From an optimization exercise on the open Yosys and OpenROAD flow, aimed at small area, a short achievable clock period and few clock cycles; shortcuts taken in it are not production practice. The RTL was checked by simulation tests, not by an equivalence proof against the original design. Power figures rest on the tool's default switching activity, not on a simulated workload.

[flow/config.mk]
export PLATFORM = sky130hd
export DESIGN_NAME = kn4_anchor_sum
export DESIGN_NICKNAME = kn4_anchor_sum
export VERILOG_FILES = /design/flow/design.v
export SDC_FILE = /design/flow/constraint.sdc
export NUM_CORES = 4
export LEC_CHECK = 0
export ABC_AREA = 1
export CAP_MARGIN = 20
export CORE_MARGIN = 2
export CORE_UTILIZATION = 55
export CTS_CLUSTER_DIAMETER = 100
export CTS_CLUSTER_SIZE = 20
export PLACE_DENSITY = 0.6
export SLEW_MARGIN = 20
[flow/constraint.sdc]
create_clock -name core_clock -period 12.0 [get_ports {clk}]
set_input_delay 2.4000 -clock core_clock [delete_from_list [all_inputs] [get_ports {clk}]]
set_output_delay 2.4000 -clock core_clock [all_outputs]
set_load 0.01 [all_outputs]
[flow/design.v]
module anchor_cvt_in (
    input  wire [31:0] x,         
    input  wire [8:0]  dsh9,      
    input  wire        bad,       
    output wire [38:0] m,         
    output wire        nan,       
    output wire        pinf,      
    output wire        ninf,      
    output wire        nv,        
    output wire        loss,      
    output wire [7:0]  code,      
    output wire        xnan       
);
    wire        sgn  = x[31];
    wire [7:0]  ex   = x[30:23];
    wire [22:0] fr   = x[22:0];
    wire        ex_max  = (ex == 8'hFF);
    wire        ex_zero = (ex == 8'd0);
    wire        fr_zero = (fr == 23'd0);
    wire        is_nan  = ex_max & ~fr_zero;
    wire        is_inf  = ex_max & fr_zero;
    wire        is_zero = ex_zero & fr_zero;
    wire        fin_nz  = ~ex_max & ~is_zero;
    wire [7:0]  eeff = ex_zero ? 8'd1 : ex;
    wire [23:0] sig  = {~ex_zero, fr};
    wire        uncov = dsh9[8];
    wire [7:0]  dsh  = dsh9[7:0];
    wire        big  = (dsh >= 8'd39);
    wire [38:0] sh = {sig, 15'd0} >> dsh[5:0];
    assign m = big ? 39'd0 : sh;
    reg  [63:0] sigrev;
    integer i;
    always @*
        for (i = 0; i < 64; i = i + 1)
            sigrev[i] = (i >= 40) ? sig[63 - i] : 1'b0;
    wire [5:0]  tzr;
    anchor_lzc64 u_tz (.x(sigrev), .p(tzr));
    wire [5:0]  tz   = 6'd63 - tzr;
    wire        lost = (dsh > ({2'd0, tz} + 8'd15));
    assign nan  = bad | is_nan | (fin_nz & uncov);
    assign pinf = is_inf & ~sgn;
    assign ninf = is_inf & sgn;
    assign nv   = bad | (is_nan & ~fr[22]) | (fin_nz & uncov);
    assign loss = ~bad & fin_nz & ~uncov & lost;
    assign code = fin_nz ? eeff : 8'd0;
    assign xnan = is_nan;
endmodule
module anchor_cvt_out (
    input  wire        clk,
    input  wire [47:0] q,         
    input  wire [7:0]  tcode,     
    input  wire [46:0] q2,        
    input  wire [2:0]  rnd,       
    output reg  [31:0] y,         
    output wire        zero,      
    output wire        of,
    output wire        nx
);
    localparam [2:0] RNE = 3'd0, RTZ = 3'd1, RU = 3'd2, RD = 3'd3, RNA = 3'd4;
    wire        sgn1 = q[47];
    wire [46:0] x1   = q[46:0] ^ {47{sgn1}};
    wire [5:0]  pp;
    wire [5:0]  tzr;                
    reg  [63:0] qrev;
    integer i;
    always @*
        for (i = 0; i < 64; i = i + 1)
            qrev[i] = (i >= 17) ? q[63 - i] : 1'b0;
    anchor_lzc64 u_p  (.x({16'd0, x1, sgn1}), .p(pp));
    anchor_lzc64 u_tz (.x(qrev), .p(tzr));
    wire [5:0]  tz1 = 6'd63 - tzr;              
    wire [8:0]  nlim  = 9'd40  - {1'b0, tcode};    
    wire [9:0]  olim  = 10'd294 - {2'd0, tcode};   
    wire        nrm1  = nlim[8] | ({3'd0, pp} >= nlim);
    wire        ovf1  = (olim[9:6] == 4'd0) & ({4'd0, pp} >= olim);
    wire [5:0]  sub   = nlim[8] ? 6'd0 : nlim[5:0];
    wire [5:0]  sa1   = nrm1 ? pp : sub;           
    wire [7:0]  eb1   = {2'd0, pp} + tcode - 8'd39;
    wire [9:0]  tlim  = 10'd293 - {2'd0, tcode};
    wire        top1  = nrm1 & ({4'd0, pp} == tlim);
    reg [5:0]  sa;
    reg [7:0]  eb;
    reg [5:0]  tz;
    reg        normal, ovf0, sgn, zr, top;
    always @(posedge clk) begin
        sa     <= sa1;
        eb     <= eb1;
        tz     <= tz1;
        top    <= top1;
        normal <= nrm1;
        ovf0   <= ovf1;
        sgn    <= sgn1;
        zr     <= (pp == 6'd0) & ~sgn1;   
    end
    wire [72:0] sh = {q2, 26'd0} >> sa;
    wire        s  = ({1'b0, tz} + 7'd26 <= {1'b0, sa});
    wire [24:0] w  = sh[25:1] ^ {25{sgn}};
    wire [23:0] mx = w[24:1];
    wire        gx = w[0];
    wire        fz = sgn & ~s;
    wire        g  = gx ^ fz;
    wire        fix = fz & gx;             
    reg up;
    always @* begin
        case (rnd)
            RNE:     up = g & (s | mx[0]);
            RU:      up = ~sgn & (g | s);
            RD:      up = sgn & (g | s);
            RNA:     up = g;
            default: up = 1'b0;
        endcase
    end
    wire [30:0] base  = normal ? {eb, mx[22:0]} : {7'd0, mx};
    wire [30:0] base1 = base + 31'd1;
    wire        inc   = fix | up;
    wire [30:0] rsum  = inc ? base1 : base;
    wire        ovf   = ovf0 | (top & inc & (&mx[22:0]));
    always @* begin
        if (ovf) begin
            case (rnd)
                RTZ:     y = {sgn, 31'h7F7F_FFFF};
                RU:      y = sgn ? 32'hFF7F_FFFF : 32'h7F80_0000;
                RD:      y = sgn ? 32'hFF80_0000 : 32'h7F7F_FFFF;
                default: y = {sgn, 31'h7F80_0000};
            endcase
        end else begin
            y = {sgn, rsum};
        end
    end
    assign zero = zr;
    assign of   = ovf;
    assign nx   = ovf | g | s;
endmodule
module anchor_lzc64 (
    input  wire [63:0] x,
    output wire [5:0]  p
);
    reg [31:0] v1, p1;
    reg [15:0] v2; reg [31:0] p2;
    reg [7:0]  v3; reg [23:0] p3;
    reg [3:0]  v4; reg [15:0] p4;
    reg [1:0]  v5; reg [9:0]  p5;
    reg [5:0]  p6;
    integer i;
    always @* begin
        for (i = 0; i < 32; i = i + 1) begin
            v1[i] = x[2*i+1] | x[2*i];
            p1[i] = x[2*i+1];
        end
        for (i = 0; i < 16; i = i + 1) begin
            v2[i] = v1[2*i+1] | v1[2*i];
            p2[2*i +: 2] = v1[2*i+1] ? {1'b1, p1[2*i+1]} : {1'b0, p1[2*i]};
        end
        for (i = 0; i < 8; i = i + 1) begin
            v3[i] = v2[2*i+1] | v2[2*i];
            p3[3*i +: 3] = v2[2*i+1] ? {1'b1, p2[2*(2*i+1) +: 2]} : {1'b0, p2[2*(2*i) +: 2]};
        end
        for (i = 0; i < 4; i = i + 1) begin
            v4[i] = v3[2*i+1] | v3[2*i];
            p4[4*i +: 4] = v3[2*i+1] ? {1'b1, p3[3*(2*i+1) +: 3]} : {1'b0, p3[3*(2*i) +: 3]};
        end
        for (i = 0; i < 2; i = i + 1) begin
            v5[i] = v4[2*i+1] | v4[2*i];
            p5[5*i +: 5] = v4[2*i+1] ? {1'b1, p4[4*(2*i+1) +: 4]} : {1'b0, p4[4*(2*i) +: 4]};
        end
        p6 = v5[1] ? {1'b1, p5[9:5]} : {1'b0, p5[4:0]};
    end
    assign p = p6;
endmodule
module kn4_anchor_sum (
    input  wire        clk,
    input  wire        rst,           
    input  wire        in_valid,
    output reg         in_ready,
    input  wire [31:0] in_data,       
    input  wire        in_last,       
    input  wire [15:0] in_rec,        
    input  wire [2:0]  in_rnd,        
    output reg         out_valid,
    input  wire        out_ready,
    output reg  [31:0] out_data,      
    output reg  [3:0]  out_flags,     
    output reg  [8:0]  out_loss,      
    output reg  [47:0] out_sum,       
    output reg  [15:0] out_rec        
);
    localparam [47:0] NAN_MARK  = 48'h8000_0000_0000;
    localparam [47:0] NINF_MARK = 48'h8000_0000_0001;
    localparam [47:0] PINF_MARK = 48'h7FFF_FFFF_FFFF;
    wire take = in_valid & in_ready;
    reg  first_n;                   
    reg  a_done;                    
    reg  o_occ;                     
    reg  o_cvt;                     
    reg  stall;                     
    wire xfer     = a_done & ~o_occ;
    wire o_deliv  = out_valid & out_ready;
    wire [7:0] rexp = in_rec[15:8];
    reg  [7:0] e_tcode;
    reg        e_bad, e_binv;
    reg  [2:0] e_rnd;
    always @(posedge clk)
        if (take & first_n) begin
            e_tcode <= (rexp == 8'd0) ? 8'd1 : rexp;
            e_bad   <= in_rec[7] | (rexp == 8'hFF);
            e_binv  <= in_rec[5] & in_rec[4];
            e_rnd   <= in_rnd;
        end
    wire [7:0] tc_now   = first_n ? ((rexp == 8'd0) ? 8'd1 : rexp) : e_tcode;
    wire [7:0] eeff_now = (in_data[30:23] == 8'd0) ? 8'd1 : in_data[30:23];
    reg        i_valid, i_last, i_first;
    reg [31:0] i_x;
    reg [8:0]  i_dsh;
    always @(posedge clk) begin
        if (rst)
            i_valid <= 1'b0;
        else if (~stall)
            i_valid <= take;
        if (~stall) begin
            i_x     <= in_data;
            i_last  <= in_last;
            i_first <= first_n;
            i_dsh   <= {1'b0, tc_now} - {1'b0, eeff_now};
        end
    end
    wire [38:0] c_m;
    wire        c_nan, c_pinf, c_ninf, c_nv, c_loss, c_xnan;
    wire [7:0]  c_code;
    anchor_cvt_in u_in (
        .x(i_x), .dsh9(i_dsh), .bad(e_bad),
        .m(c_m), .nan(c_nan), .pinf(c_pinf), .ninf(c_ninf),
        .nv(c_nv), .loss(c_loss), .code(c_code), .xnan(c_xnan)
    );
    wire        c_sgn = i_x[31];
    reg [47:0] a_num;
    reg        a_nan, a_pinf, a_ninf, a_nv, a_nx, a_xnan;
    reg [8:0]  a_loss;
    reg [7:0]  a_cexp;
    reg [7:0]  a_tcode;
    reg [2:0]  a_rnd;
    wire [47:0] a_base = i_first ? 48'd0 : a_num;
    wire [47:0] addend = {{9{c_sgn}}, c_m ^ {39{c_sgn}}};
    wire [47:0] a_sum  = a_base + addend + {47'd0, c_sgn};
    wire [7:0]  cexp_b = i_first ? 8'd0 : a_cexp;
    always @(posedge clk) begin
        if (rst)
            a_done <= 1'b0;
        else if (~stall)
            a_done <= i_valid & i_last;
        if (~stall & i_valid) begin
            a_num  <= a_sum;
            a_nan  <= (~i_first & a_nan)  | c_nan;
            a_pinf <= (~i_first & a_pinf) | c_pinf;
            a_ninf <= (~i_first & a_ninf) | c_ninf;
            a_nv   <= (~i_first & a_nv)   | c_nv | (i_first & e_binv);
            a_nx   <= (~i_first & a_nx)   | c_loss;
            a_xnan <= (~i_first & a_xnan) | c_xnan;
            a_loss <= (i_first ? 9'd0 : a_loss) + {8'd0, c_loss};
            a_cexp <= (c_code > cexp_b) ? c_code : cexp_b;
            if (i_first) begin
                a_tcode <= e_tcode;
                a_rnd   <= e_rnd;
            end
        end
    end
    wire a_isnan  = a_nan | (a_pinf & a_ninf);
    wire a_ispinf = ~a_isnan & a_pinf;
    wire a_isninf = ~a_isnan & a_ninf;
    wire a_spec   = a_nan | a_pinf | a_ninf;
    wire [31:0] y;
    wire        y_zero, y_of, y_nx;
    reg  [2:0]  o_rnd;
    reg         o_spec, o_nan, o_pinf;
    reg         o_nv, o_nx;
    anchor_cvt_out u_out (
        .clk(clk), .q(a_num), .tcode(a_tcode), .q2(out_sum[46:0]), .rnd(o_rnd),
        .y(y), .zero(y_zero), .of(y_of), .nx(y_nx)
    );
    wire        y_fin = ~o_spec & ~y_zero;
    wire a_done_n = stall | (i_valid & i_last);
    wire o_occ_n  = xfer | (o_occ & ~o_deliv);
    always @(posedge clk) begin
        if (rst) begin
            o_occ     <= 1'b0;
            o_cvt     <= 1'b0;
            out_valid <= 1'b0;
            first_n   <= 1'b1;
            stall     <= 1'b0;
            in_ready  <= 1'b1;
        end else begin
            if (take)
                first_n <= in_last;
            o_occ <= o_occ_n;
            o_cvt <= xfer;
            if (o_deliv)
                out_valid <= 1'b0;
            if (o_cvt)
                out_valid <= 1'b1;
            stall <= a_done_n & o_occ_n;
            in_ready <= ~(a_done_n & o_occ_n);
        end
        if (xfer) begin
            out_sum  <= a_isnan  ? NAN_MARK :
                        a_ispinf ? PINF_MARK :
                        a_isninf ? NINF_MARK : a_num;
            out_loss <= a_loss;
            out_rec  <= {a_cexp, 1'b0, a_xnan, a_pinf, a_ninf, 4'd0};
        end
        o_rnd  <= a_rnd;
        o_spec <= a_spec;
        o_nan  <= a_isnan;
        o_pinf <= a_ispinf;
        o_nv   <= a_nv;
        o_nx   <= a_nx;
        if (o_cvt) begin
            out_data  <= o_spec ? (o_nan ? 32'h7FC0_0000 :
                                   o_pinf ? 32'h7F80_0000 : 32'hFF80_0000) :
                         y_zero ? 32'h0000_0000 : y;
            out_flags <= {o_nv, y_fin & y_of, 1'b0, o_nx | (y_fin & y_nx)};
        end
    end
endmodule
[flow/flow/run.sh]
#!/bin/bash
set -euo pipefail
bash standard.sh SETUP_SLACK_MARGIN=7.3 \
  "BUFFER_PORTS_ARGS=-buffer_cell sky130_fd_sc_hd__buf_1" finish > standard.log 2>&1
[flow/standard.sh]
#!/bin/bash
# synth_recipe.tcl (not shown) runs the flow's synth.tcl, then flattens the netlist and writes it again
# the make line also repeats each setting of config.mk as NAME=value (left out here)
make -C /OpenROAD-flow-scripts/flow DESIGN_CONFIG=/design/flow/config.mk WORK_HOME=/design/flow/orfs CLKGATE_MAP_FILE= SYNTH_SCRIPT=/design/flow/synth_recipe.tcl "${@:-finish}"
==> results of run 1 <==
cell type report:
cell class                 count  area [um^2]  area share
multi-input combinational   2419        13100       0.521
sequential                   282         8060       0.320
inverter                     389         1490      0.0592
timing repair buffer         239         1290      0.0513
tap                          532          666      0.0264
clock buffer                  29          513      0.0204
clock inverter                 3         26.3     0.00104
timing repair inverter         1         7.51    0.000298
worst max-delay path, stage by stage (launching register included):
cell and delay, ns:
edfxtp_1 0.37, buf_4 0.19, clkbuf_16 0.16, o21ai_0 0.28
o21ai_0 0.22, o21ai_0 0.42, nand4_1 0.18, o221ai_2 0.15
xor2_2 0.16, fa_1 0.47, nand3_1 0.10, nand2_1 0.10
a21oi_2 0.23, o21ai_2 0.13, a21oi_2 0.27, inv_1 0.09
a21oi_2 0.19, o221ai_1 0.20, a31oi_1 0.32, xnor2_1 0.14
synth_stat cells, types with 3 or more instances:
cell      count  area share
o22ai_1      11      0.0030
o21ai_1      13      0.0028
nor3_1       23      0.0050
a21o_1        7      0.0023
o21bai_1      6      0.0020
buf_2        36      0.0078
nor2_2       11      0.0030
o211ai_1      8      0.0026
inv_2        11      0.0018
a21oi_1     196       0.043
buf_4        13      0.0043
buf_6         6      0.0029
nor4_1       14      0.0038
nand2_1     742        0.12
nand3_2       3      0.0013
inv_1       369       0.060
buf_1        11      0.0018
nand4_1      57       0.016
a311oi_1      3      0.0011
o21ai_0     171       0.037
a22oi_1       3     0.00098
o311ai_0      5      0.0019
edfxtp_1    241        0.32
nand2_2      17      0.0046
a31oi_1      30      0.0082
o21a_1       13      0.0043
o32ai_1       4      0.0015
nand3_1     447       0.097
nor2_1      305       0.050
a21oi_2      20      0.0076
mux2i_1      16      0.0070
nand3b_1      6      0.0020
dfxtp_1      41       0.036
clkinv_1      8      0.0013
a32oi_1       4      0.0015
xor2_1      103       0.039
clkbuf_1     63       0.010
o221ai_1     10      0.0038
a211oi_1      4      0.0013
o31ai_1      15      0.0049
xnor2_1      15      0.0057
fa_1          3      0.0026
ha_1        111       0.060
logic make-up after synthesis:
| group | after synthesis |
|---|---|
| simple gates | 1630 |
| compound gates | 533 |
| buf+inv | 521 |
| flops | 282 |
| xor+xnor | 119 |
| fa+ha+maj | 114 |
| mux | 16 |
| other cells | 1 |
power groups by stage:
| stage | registers (mW) | clock network (mW) | logic [mW] |
|---|---|---|---|
| 2_1_floorplan | 1.21 | 0 | 0.897 |
| 3_3_place_gp | 1.24 | 0 | 1.15 |
| 3_5_place_dp | 1.24 | 0 | 1.17 |
| 4_1_cts | 1.21 | 0.634 | 1.23 |
| 5_1_grt | 1.21 | 0.661 | 1.43 |
| 6_report | 1.21 | 0.625 | 1.30 |
worst max-delay path by stage:
stage,to,slack (ns),startpoint
floorplan,a_loss[8],7.38,i_x[1]
global placement,a_num[44],5.89,i_dsh[3]
detailed placement,a_num[44],5.77,i_dsh[3]
global route,a_loss[7],7.14,i_x[4]
CTS,a_num[44],7.26,i_dsh[2]
finish,a_num[42],7.37,i_dsh[0]
state kept, by name (all words and copies together), names as in the netlist, 3 cells and up:
register   count
a_tcode        8
out_flags      3
a_num         48
out_data      32
a_loss         9
e_rnd          3
out_rec       11
i_dsh          9
a_cexp         8
i_x           32
u_out.tz       6
a_rnd          3
e_tcode        8
u_out.eb       8
u_out.sa       6
o_rnd          3
out_sum       48
out_loss       9
cell usage in the layout (no fill, tap or decap), drive strengths merged, types with 104 or more instances in the layout:
cell / n
inv: 380
nand2: 761
edfxtp: 241
nand3: 451
ha: 111
buf: 236
o21ai: 184
xor2: 104
nor2: 316
a21oi: 216
timing repair:
action / in CTS / in global routing
buffers inserted: 27 / 31
endpoints found under the setup margin: 93 / 68
pin swaps: 22 / 30
hold endpoints to repair: 0 / 0
gates resized for setup: 61 / 53
gates cloned: 0 / 5
layer usage:
| metal | share of wire | up-vias | global-route usage | routed length (um) |
|---|---|---|---|---|
| met3 | 0.064 | 164 | 0.0296 | 4750 |
| met5 | 0 | - | 0 | 0 |
| met2 | 0.48 | 972 | 0.551 | 35200 |
| met4 | 0.041 | 0 | 0.119 | 3050 |
| met1 | 0.42 | 10761 | 0.433 | 30900 |
| li1 | - | 11156 | - | - |
stage by stage:
stage,cell area (um^2),util
final,25200,0.614
after global routing,25200,0.614
after CTS,24700,0.602
after detailed placement,23700,0.579
after global placement,23700,0.579
after floorplan,23000,-
==> impl_results.md, run 1 <==
* WL per Instance at 19.0 um
* Flops & latches, synth at 282
* Antenna-violating nets left at 0
* CTS Hold Bufs at 0
* Pre-antenna DRT Iters at 6
* WS Path Type: register to register
* Hold Violations, Final at 0
* Placed Cells at 3799
* Hold path depth at 0
* Final setup viols at 0
* Number of synthesized flops with an enable pin at 241
* Lkg Pwr at 11.2 nW
* GP Congestion at 1.02
* Sw power at 1.28 mW
* Total Power at 3.13 mW
* Die extent in x at 208 um
* Vias in the first global route at 21082
* Root buffer cell: clkbuf_16
* Final worst-path cycle share at 0.386
* Unrepaired setup endpoints after global routing: true
* CTS H-tree depth at 1
* Worst Tran Pin Value at 1.07 ns
* Sw frac at 0.408
* Drt total wl at 73900 um
* Reg power frac at 0.385
* P per Cell Area at 124 nW/um^2
* Nets at 3520
* Syn Std Cell Area at 23000 um^2
* DRC viols at 0
* Synth Area in Adders at 0.0631
* Die H at 208 um
* Worst Min Path Start: a_rnd[0]
* Fillers at 3785
* R2R Setup Slk at 7.37 ns
* Synth Area in Compound Gates at 0.134
* Max VDD drop at 124 uV
* XOR/XNOR Fraction of Synth Area at 0.0457
* Slew Limit Fails at 0
* Largest net degree at the start of global routing at 72
* Total CTS buffers at 18
* Global-route usage over all layers at 0.325
* Detailed placement HPWL at 57200 um
* Main combinational cell family by area after synthesis: simple AND/OR/NAND/NOR gates
* Max cap viols at 0
* Post-route insts no fill at 3894
* Worst skew pair latency at 0.52 ns
* Fmax at 216 MHz
* Clock share of power at 0.200
* Post-synth top flop: edfxtp_1
* CTS Sinks at 282
* CP endpoint kind: register
* Worst endpoint required time at 12.26 ns
* Yosys warns at 4
* Part of the power in combinational logic at 0.415
* Synth unique cells at 60
* Vias per inst at 5.92
* Starting DRT DRC Count at 2622
* Congestion Overflow GR at 0
* Initial antenna violation count at 0
* Slew Limit Headroom at 0.287
* Synth Area in Simple Gates at 0.306
* CTS tree: done
* Reg clk slew, reported paths at 0.09 ns
* WHS Endpoint: o_rnd[0]
* P&R area growth vs syn at 9.69%
* Buffers on Ports at 155
* # IOs at 167
* Reg-to-reg critical path endpoint: a_num[42]
* Power Internal at 1.85 mW
* Dpl ws at 5.77 ns
* Post-route minimum period at 4.63 ns
* Share of layout cells above drive strength 1 at 0.0732
* Status: no timing/DRC/antenna violations
* Reg2Reg Launch Point: i_dsh[0]
* Worst min path class: register to register
* Synthesized area per cell at 7.14 um^2
* Via Count at 23053
* N_diodes at 0
* Final Skew at 0.0177 ns
* Max FO, Critical Path at 5
* Die Area at 43400 um^2
* Synth Instances at 3216
* First-pass GRT wire length at 113000 um
* Core area at 41000 um^2
* Async SR Flop Fraction at 0
* Proportion of synthesized area in mux cells at 0.00698
* Total Neg Setup Slack at 0 ns
* Sequential-to-total area share from yosys stat at 0.351
* Initial Utilization at 0.560
* Final setup margin at 7.37 ns
* Core Rows at 74
* WP data arrival at 4.89 ns
* Final Hold Slack at 0.357 ns
* Crit path launch type: register
* R2r worst-path depth at 19
* CTS max path bufs at 3
Testbench counts, summed over its fixed seeds: cycles 18,203.
==> run 2, diff against run 1 <==
--- a/flow/design.v
+++ b/flow/design.v
@@ -4,3 +4,3 @@
     input  wire        bad,       
-    output wire [38:0] m,         
+    output wire [38:0] mx,        
     output wire        nan,       
@@ -15,3 +15,4 @@
     wire [7:0]  ex   = x[30:23];
-    wire [22:0] fr   = x[22:0];
+    wire [22:0] frx  = x[22:0];
+    wire [22:0] fr   = frx ^ {23{sgn}};
     wire        ex_max  = (ex == 8'hFF);
@@ -27,5 +28,4 @@
     wire [7:0]  dsh  = dsh9[7:0];
-    wire        big  = (dsh >= 8'd39);
-    wire [38:0] sh = {sig, 15'd0} >> dsh[5:0];
-    assign m = big ? 39'd0 : sh;
+    wire [39:0] shx = $signed({sgn, ~ex_zero ^ sgn, frx, {15{sgn}}}) >>> dsh[5:0];
+    assign mx = (dsh[7:6] != 2'd0) ? {39{sgn}} : shx[38:0];
     reg  [63:0] sigrev;
@@ -219,3 +219,3 @@
         if (~stall) begin
-            i_x     <= in_data;
+            i_x     <= {in_data[31:23], in_data[22:0] ^ {23{in_data[31]}}};
             i_last  <= in_last;
@@ -225,3 +225,3 @@
     end
-    wire [38:0] c_m;
+    wire [38:0] c_mx;                 
     wire        c_nan, c_pinf, c_ninf, c_nv, c_loss, c_xnan;
@@ -230,3 +230,3 @@
         .x(i_x), .dsh9(i_dsh), .bad(e_bad),
-        .m(c_m), .nan(c_nan), .pinf(c_pinf), .ninf(c_ninf),
+        .mx(c_mx), .nan(c_nan), .pinf(c_pinf), .ninf(c_ninf),
         .nv(c_nv), .loss(c_loss), .code(c_code), .xnan(c_xnan)
@@ -241,3 +241,3 @@
     wire [47:0] a_base = i_first ? 48'd0 : a_num;
-    wire [47:0] addend = {{9{c_sgn}}, c_m ^ {39{c_sgn}}};
+    wire [47:0] addend = {{9{c_sgn}}, c_mx};
     wire [47:0] a_sum  = a_base + addend + {47'd0, c_sgn};
==> flow/flow/run.sh (replaced) <==
#!/bin/bash
set -euo pipefail
bash standard.sh SETUP_SLACK_MARGIN=6.9 \
  "BUFFER_PORTS_ARGS=-buffer_cell sky130_fd_sc_hd__buf_1" finish > standard.log 2>&1
==> run 2 against run 1 <==
Still clean; fmax shrank 4.6%; non-clock buffer count shrank 36; sequential power is essentially flat; count of clock-buffer cells in the layout shrank 1; global-route usage grew 0.88 points; clock power grew 3.5%; area after synthesis grew 1.4%; hold slack lost 0.013 ns; final cell count shrank 0.46%; combinational power grew 19%; sequential share of layout area grew 0.16 points; clock skew grew 0.0075 ns; critical path type unchanged; largest cell class unchanged.
==> impl_results.md, run 2 <==
* CP endpoint kind: register
* WP data arrival at 5.15 ns (+0.26 ns)
* Vias per inst at 5.92 (about the same)
* Max FO, Critical Path at 3 (-2)
* Root buffer cell: clkbuf_16
* Initial antenna violation count at 0 (unchanged)
* Fmax at 206 MHz (-4.6%)
* Reg-to-reg critical path endpoint: a_num[46]
* Worst skew pair latency at 0.54 ns (+0.02 ns)
* Worst endpoint required time at 12.30 ns (+0.04 ns)
* Async SR Flop Fraction at 0 (unchanged)
* WHS Endpoint: o_rnd[0]
* Yosys warns at 4 (unchanged)
* Synth Instances at 3232 (+0.50%)
* Final setup margin at 7.15 ns (-0.221 ns)
* Reg clk slew, reported paths at 0.09 ns (about the same)
* Flops & latches, synth at 282 (unchanged)
* CTS Sinks at 282 (unchanged)
* Grt peak-use layer: met2
* CTS max path bufs at 3 (unchanged)
* Synthesized area per cell at 7.20 um^2 (+0.87%)
* Post-route insts no fill at 3876 (-0.46%)
* Number of synthesized flops with an enable pin at 241 (unchanged)
* # IOs at 167 (unchanged)
* Slew Limit Fails at 0 (unchanged)
* DRC viols at 0 (unchanged)
* Congestion Overflow GR at 0 (unchanged)
* Status: no timing/DRC/antenna violations
* P&R area growth vs syn at 7.69%
* CTS H-tree depth at 1 (unchanged)
* R2R Setup Slk at 7.15 ns (-0.22 ns)
* Dpl ws at 5.90 ns (+0.134 ns)
* Worst min path class: register to register
* Core Rows at 75 (+1.4%)
* Largest net degree at the start of global routing at 72 (unchanged)
* Slew Limit Headroom at 0.305 (+0.0183)
* Lkg Pwr at 11.0 nW (-1.6%)
* Starting DRT DRC Count at 2411 (-8.0%)
* Most common cell in the netlist: nand2_1
* M2 GR Usage at 0.572 (+0.0205)
* Antenna-violating nets left at 0 (unchanged)
* Drt total wl at 74500 um (+0.87%)
* Top cells by area, synth: edfxtp_1 (31%), nand2_1 (12%), nand3_1 (8.8%)
* Syn Std Cell Area at 23300 um^2 (+1.4%)
* Max cap viols at 0 (unchanged)
* Post-synth top flop: edfxtp_1
* Sequential cell area at 8060 um^2 (about the same)
* First-pass GRT wire length at 116000 um (+2.8%)
* R2r worst-path depth at 25 (+6)
* Placed Cells at 3819 (+0.53%)
* Global-route usage over all layers at 0.334 (+0.00875)
* Buffers on Ports at 155 (unchanged)
* Die extent in x at 210 um (+0.67%)
* Final setup viols at 0 (unchanged)
* Global routing usage on met3 at 0.0323 (+0.00274)
* Hold Violations, Final at 0 (unchanged)
* Top cells by count, synth: nand2_1 (771), nand3_1 (409), inv_1 (332), nor2_1 (287), edfxtp_1 (241)
* Via Count at 22937 (-0.50%)
* Post-route minimum period at 4.85 ns (+0.221 ns)
* P per Cell Area at 137 nW/um^2 (+9.9%)
* Fillers at 3857 (+1.9%)
* Unrepaired setup endpoints after global routing: true
* Crit path launch type: register
* GR Util met1 at 0.434 (about the same)
* Sequential-to-total area share from yosys stat at 0.346 (-0.00474)
* Commonest non-fill, non-tap cell in the layout: nand2_1
* Nets at 3496 (-0.68%)
* Design Area, Final at 25100 um^2 (-0.48%)
* Placed inst area at 24100 um^2 (+1.4%)
* Total CTS buffers at 19 (+1)
* Die H at 210 um (+0.67%)
* CTS Hold Bufs at 0 (unchanged)
* Share of layout cells above drive strength 1 at 0.0701 (-0.00305)
* Reg2Reg Launch Point: i_x[30]
* Pre-antenna DRT Iters at 6 (unchanged)
* Detailed placement HPWL at 58100 um (+1.5%)
* Post-synth top area cell: edfxtp_1
* Most frequent cells in the layout: nand2_1 (768), nand3_1 (409), inv_1 (327), nor2_1 (276), edfxtp_1 (241)
* WL per Instance at 19.2 um (+1.3%)
* Die Area at 44000 um^2 (+1.3%)
* N_diodes at 0 (unchanged)
* Footprint of the multi-input gates at 13400 um^2 (+2.2%)
* Area share of the largest cell type after synthesis at 0.311 (-0.00425)
* Worst Tran Pin Value at 1.04 ns (-0.0275 ns)
* Max VDD drop at 144 uV (+17%)
* Initial Utilization at 0.556 (-0.00367)
* Hold path depth at 0 (unchanged)
* Final worst-path cycle share at 0.404 (+0.0184)
* Synth unique cells at 64 (+6.7%)
* Biggest registers after layout: a_num x48, out_sum x48
* Core area at 41900 um^2 (+2.0%)
* GP Congestion at 1.02 (+0.28%)
* WS Path Type: register to register
* Vias in the first global route at 21712 (+3.0%)
* Total Neg Setup Slack at 0 ns (unchanged)
* CTS tree: done
* Final Skew at 0.0253 ns (+0.00753 ns)
* Worst Min Path Start: a_rnd[0]
[run 2: changes by cell type after synthesis, moves of 8 or more]
cell,previous run,this run
nand3_2,3,21
a21oi_1,196,204
nand2_1,742,771
nand3_1,447,409
xor2_1,103,86
inv_1,369,332
o21ai_0,171,204
xnor2_1,15,32
nor2_1,305,287
[run 2: layout make-up]
type,instances,share of cell area
tap,539,0.0269
timing repair inverter,3,0.000799
sequential,282,0.322
inverter,353,0.0536
clock inverter,5,0.00230
clock buffer,28,0.0203
multi-input combinational,2463,0.535
timing repair buffer,203,0.0392
[run 2: worst max-delay path by stage]
| stage | endpoint | depth (start not counted) | startpoint |
|---|---|---|---|
| after floorplan | a_loss[8] | 30 | i_x[31] |
| after global placement | a_num[46] | 19 | i_dsh[0] |
| after detailed placement | a_num[47] | 25 | i_x[31] |
| after CTS | a_num[23] | 23 | i_x[31] |
| after global routing | a_loss[8] | 30 | i_x[31] |
| final | a_num[46] | 25 | i_x[30] |
[run 2: per-stage QoR]
| step | hold slack [ns] | util | power, mW |
|---|---|---|---|
| floorplan | 0.323 | - | 2.32 |
| detailed placement | 0.330 | 0.575 | 2.70 |
| global route | 0.359 | 0.599 | 3.64 |
| finish | 0.344 | 0.599 | 3.43 |
| global placement | 0.331 | 0.575 | 2.67 |
| CTS | 0.349 | 0.592 | 3.36 |
[run 2: critical path, cell delays in order, from the launching register on]
cell and delay (ns):
edfxtp_1 0.38, inv_1 0.13, nand4_1 0.19, nor2_4 0.18, xor2_1 0.10, nand2_1 0.06, o21ai_0 0.17, nand2_1 0.09
o21ai_0 0.10, o21ai_1 0.24, nand2_1 0.08, nand2_1 0.10, a21oi_1 0.10, nor2_1 0.15, o31ai_2 0.11, fa_1 0.46
fa_1 0.46, a21oi_2 0.26, inv_1 0.13, a21oi_4 0.24, o21ai_1 0.17, nand2_1 0.09, nand2_1 0.10, a211oi_1 0.25
nor2_1 0.10, xor2_1 0.15
[run 2: routing by layer]
metal | routed length (um) | part of all wire | vias up
li1 | - | - | 11161
met5 | 0 | 0 | -
met1 | 30700 | 0.41 | 10628
met2 | 35800 | 0.48 | 986
met3 | 4950 | 0.066 | 162
met4 | 3070 | 0.041 | 0
[run 2: what timing repair did]
| item | CTS | global route |
|---|---|---|
| gates cloned | 1 | 3 |
| buffers inserted | 4 | 16 |
| resized for setup | 25 | 53 |
| pin swaps | 0 | 9 |
| setup endpoints to repair | 35 | 68 |
[run 2: cells by family (layout without fill, tap and decap cells)]
family,after synthesis,after routing,synth area share
buffers and inverters,492,592,0.0865
other,1,6,0.000161
DFF,282,282,0.346
xor gates and xnor gates,120,120,0.0458
muxes,20,20,0.00860
and+or+nand+nor,1636,1636,0.310
adders and majority gates,115,115,0.0631
AOI/OAI and AO/OA,566,566,0.140
[run 2: report_power, final]
part,internal [mW],switching [mW],leakage [nW]
clock network,0.304,0.343,0.268
logic,0.484,1.06,8.09
registers,1.17,0.0635,2.63
Testbench counts of run 2, summed over its fixed seeds: cycles 18,203.
==> run 3, diff against run 2 <==
==> flow/flow/run.sh (replaced) <==
#!/bin/bash
set -euo pipefail
bash standard.sh SETUP_SLACK_MARGIN=7.3 \
  "BUFFER_PORTS_ARGS=-buffer_cell sky130_fd_sc_hd__buf_1" finish > standard.log 2>&1
==> run 3 against run 2 <==
Critical path depth grew 3; critical endpoint is now a_loss[6]; synthesized cell count stayed put; flip-flop and latch count did not move; sequential share of layout area decreased by 1.0 points; worst setup slack better by 0.25 ns; count of clock-buffer cells in the layout increased by 1; combinational power up 5%; final area is 3.2% higher; power up 3.5%.
==> impl_results.md, run 3 <==
* Status: no timing/DRC/antenna violations
* Dpl ws at 5.96 ns (+0.0579 ns)
* Share of layout cells above drive strength 1 at 0.101 (+0.0309)
* Final Skew at 0.0374 ns (+0.0121 ns)
* Area share of the largest cell type after synthesis at 0.311 (unchanged)
* Slew Limit Headroom at 0.322 (+0.0170)
* CTS Sinks at 282 (unchanged)
* Worst Min Path Start: a_rnd[0]
* Design Area, Final at 25900 um^2 (+3.2%)
* Post-route minimum period at 4.60 ns (-0.254 ns)
* WP data arrival at 4.90 ns (-0.25 ns)
* Antenna-violating nets left at 0 (unchanged)
* Worst endpoint required time at 12.30 ns (about the same)
* Yosys warns at 4 (unchanged)
* Max cap viols at 0 (unchanged)
* Max FO, Critical Path at 6 (+3)
* Post-layout util at 0.618 (+0.0191)
* Unrepaired setup endpoints after global routing: true
* Core Rows at 75 (unchanged)
* Number of synthesized flops with an enable pin at 241 (unchanged)
* Drt total wl at 74800 um (+0.37%)
* Nets at 3522 (+0.74%)
* R2R Setup Slk at 7.40 ns (+0.25 ns)
* Flops & latches, synth at 282 (unchanged)
* Global-route usage over all layers at 0.329 (-0.00485)
* Total Neg Setup Slack at 0 ns (unchanged)
* Die Area at 44000 um^2 (unchanged)
* Synth Instances at 3232 (unchanged)
* Final worst-path cycle share at 0.383 (-0.0212)
* Congestion Overflow GR at 0 (unchanged)
* Reg clk slew, reported paths at 0.09 ns (about the same)
* GP Congestion at 1.04 (+2.1%)
* WHS Endpoint: o_rnd[0]
* Routed wl met3 at 5170 um (+4.6%)
* Final setup viols at 0 (unchanged)
* Pre-antenna DRT Iters at 8 (+2)
* CTS tree: done
* Largest net degree at the start of global routing at 72 (unchanged)
* Sequential-to-total area share from yosys stat at 0.346 (unchanged)
* Metal-1 WL at 30800 um (+0.18%)
* Worst min path class: register to register
* Syn Std Cell Area at 23300 um^2 (unchanged)
* Worst Tran Pin Value at 1.02 ns (-0.0255 ns)
* Initial antenna violation count at 0 (unchanged)
* Buffers on Ports at 155 (unchanged)
* Root buffer cell: clkbuf_16
* Slowest library cell on the worst path: edfxtp_1
* Placed Cells at 3816 (-0.079%)
* Final setup margin at 7.40 ns (+0.254 ns)
* CP endpoint kind: register
* Starting DRT DRC Count at 2673 (+11%)
* Most frequent cells in the layout: nand2_1 (759), nand3_1 (408), inv_1 (321), nor2_1 (265), edfxtp_1 (241)
* Reg2Reg Launch Point: i_x[31]
* Top cells by count, synth: nand2_1 (771), nand3_1 (409), inv_1 (332), nor2_1 (287), edfxtp_1 (241)
* WL per Instance at 19.2 um (-0.35%)
* Top cells by area, synth: edfxtp_1 (31%), nand2_1 (12%), nand3_1 (8.8%)
* Lkg Pwr at 11.2 nW (+2.4%)
* Post-synth top flop: edfxtp_1
* Total CTS buffers at 20 (+1)
* P per Cell Area at 137 nW/um^2 (+0.27%)
* R2r worst-path depth at 28 (+12%)
* Cell mode on critical path: nor2_1
* Vias per inst at 5.98 (+1.1%)
* Vias in the first global route at 21574 (-0.64%)
* Total Power at 3.55 mW (+3.5%)
* N_diodes at 0 (unchanged)
* Detailed placement HPWL at 57200 um (-1.5%)
* Synth unique cells at 64 (unchanged)
* Crit path launch type: register
* Placed inst area at 24100 um^2 (about the same)
* Slew Limit Fails at 0 (unchanged)
* Max VDD drop at 132 uV (-8.5%)
* Initial Utilization at 0.556 (unchanged)
* Via Count at 23361 (+1.8%)
* Final Hold Slack at 0.343 ns (-0.000814 ns)
* P&R area growth vs syn at 11.1%
* # IOs at 167 (unchanged)
* Slowest stage delay, CP at 0.47 ns (about the same)
* Die H at 210 um (unchanged)
* Hold path depth at 0 (unchanged)
* Synthesized area per cell at 7.20 um^2 (unchanged)
* Reg-to-reg critical path endpoint: a_loss[6]
* Post-route insts no fill at 3904 (+0.72%)
* WS Path Type: register to register
* Biggest registers after layout: a_num x48, out_sum x48
* DRC viols at 0 (unchanged)
* Post-synth top area cell: edfxtp_1
* CTS H-tree depth at 1 (unchanged)
* Top Layer Used: met4
* Hold Violations, Final at 0 (unchanged)
* CTS max path bufs at 3 (unchanged)
* Die extent in x at 210 um (unchanged)
* Worst skew pair latency at 0.55 ns (about the same)
* Fmax at 217 MHz (+5.5%)
* Commonest non-fill, non-tap cell in the layout: nand2_1
* First-pass GRT wire length at 114000 um (-1.4%)
* Core area at 41900 um^2 (unchanged)
* Most common cell in the netlist: nand2_1
* Async SR Flop Fraction at 0 (unchanged)
* Metal2 WL at 35000 um (-2.3%)
run 3: power by group:
part,total (mW),switching (mW),internal (mW)
clock network,0.681,0.356,0.325
registers,1.24,0.0695,1.17
logic,1.62,1.10,0.523
run 3: worst max path at each step:
stage	from	end	depth (start not counted)
floorplan	i_x[31]	a_loss[8]	30
global route	i_x[31]	a_loss[6]	28
detailed placement	i_x[31]	a_num[47]	25
finish	i_x[31]	a_loss[6]	28
CTS	i_x[31]	a_loss[8]	28
global placement	i_dsh[0]	a_num[47]	22
run 3: layout make-up:
cell class	instances	area, um^2
Clock buffer	29	534
Clock inverter	7	92.6
Fill cell	3795	16000
Inverter	353	1350
Multi-Input combinational cell	2464	13900
Sequential cell	282	8060
Tap cell	539	674
Timing Repair Buffer	227	1270
Timing Repair inverter	3	20.0
run 3: per-layer routing:
metal  vias up  global-route usage
met5         -                   0
met4         0               0.146
met3       209              0.0344
met2      1075               0.562
met1     10863               0.423
li1      11214                   -
run 3: cell families (layout without fill, tap and decap cells):
family	Yosys count	count (layout)	share of synthesized area
simple gates	1636	1637	0.310
other cells	1	6	0.000161
mux	20	20	0.00860
buf+inv	492	619	0.0865
fa+ha+maj	115	115	0.0631
flops	282	282	0.346
xor+xnor	120	120	0.0458
compound gates	566	566	0.140
run 3: critical path, delay by kind of cell (launching register included):
family,cells,cell delay [ns]
flops,1,0.47
compound gates,6,0.94
simple gates,12,1.29
xor+xnor,2,0.35
buf+inv,5,0.58
fa+ha+maj,3,0.74
run 3: what timing repair did:
| action | 4_1_cts | 5_1_grt |
|---|---|---|
| pin swaps | 17 | 41 |
| buffers inserted | 21 | 23 |
| gates resized for setup | 79 | 140 |
| gates cloned | 5 | 3 |
| hold buffers | 0 | 0 |
| endpoints found under the setup margin | 85 | 76 |

separate check: timing with driven ports:
In the flow no input, the clock included, has a driving cell. The finished layouts below were timed again as built, in two steps.
Step 1, drivers: a clkbuf_16 drives clk and a buf_2 each remaining input, both assumed.
Step 2 times the ports against the registers' clock, not the clock port: input delays grow and output delays shrink by t, the midpoint of the rising clock arrivals with the driver on.
Three values: ideal, step 1, step 2; two values: the first two.
run	shift t [ns]	slack for setup (ns)	worst hold slack (ns)	latest minus earliest clock arrival (ns)	worst slew at a driven data input, ns
run 1	0.572	7.369 / 7.369 / 7.048	0.357 / 0.357 / 0.357	0.017 / 0.018	0.05
run 2	0.589	7.148 / 7.148 / 6.988	0.344 / 0.344 / 0.344	0.027 / 0.027	0.05
run 3	0.587	7.402 / 7.402 / 7.005	0.343 / 0.343 / 0.343	0.038 / 0.038	0.05
After both steps setup and hold are still met in every run listed. The setup slack of run 3, which loses most, moves by 0.000 ns with the drivers and by -0.397 ns with both steps.
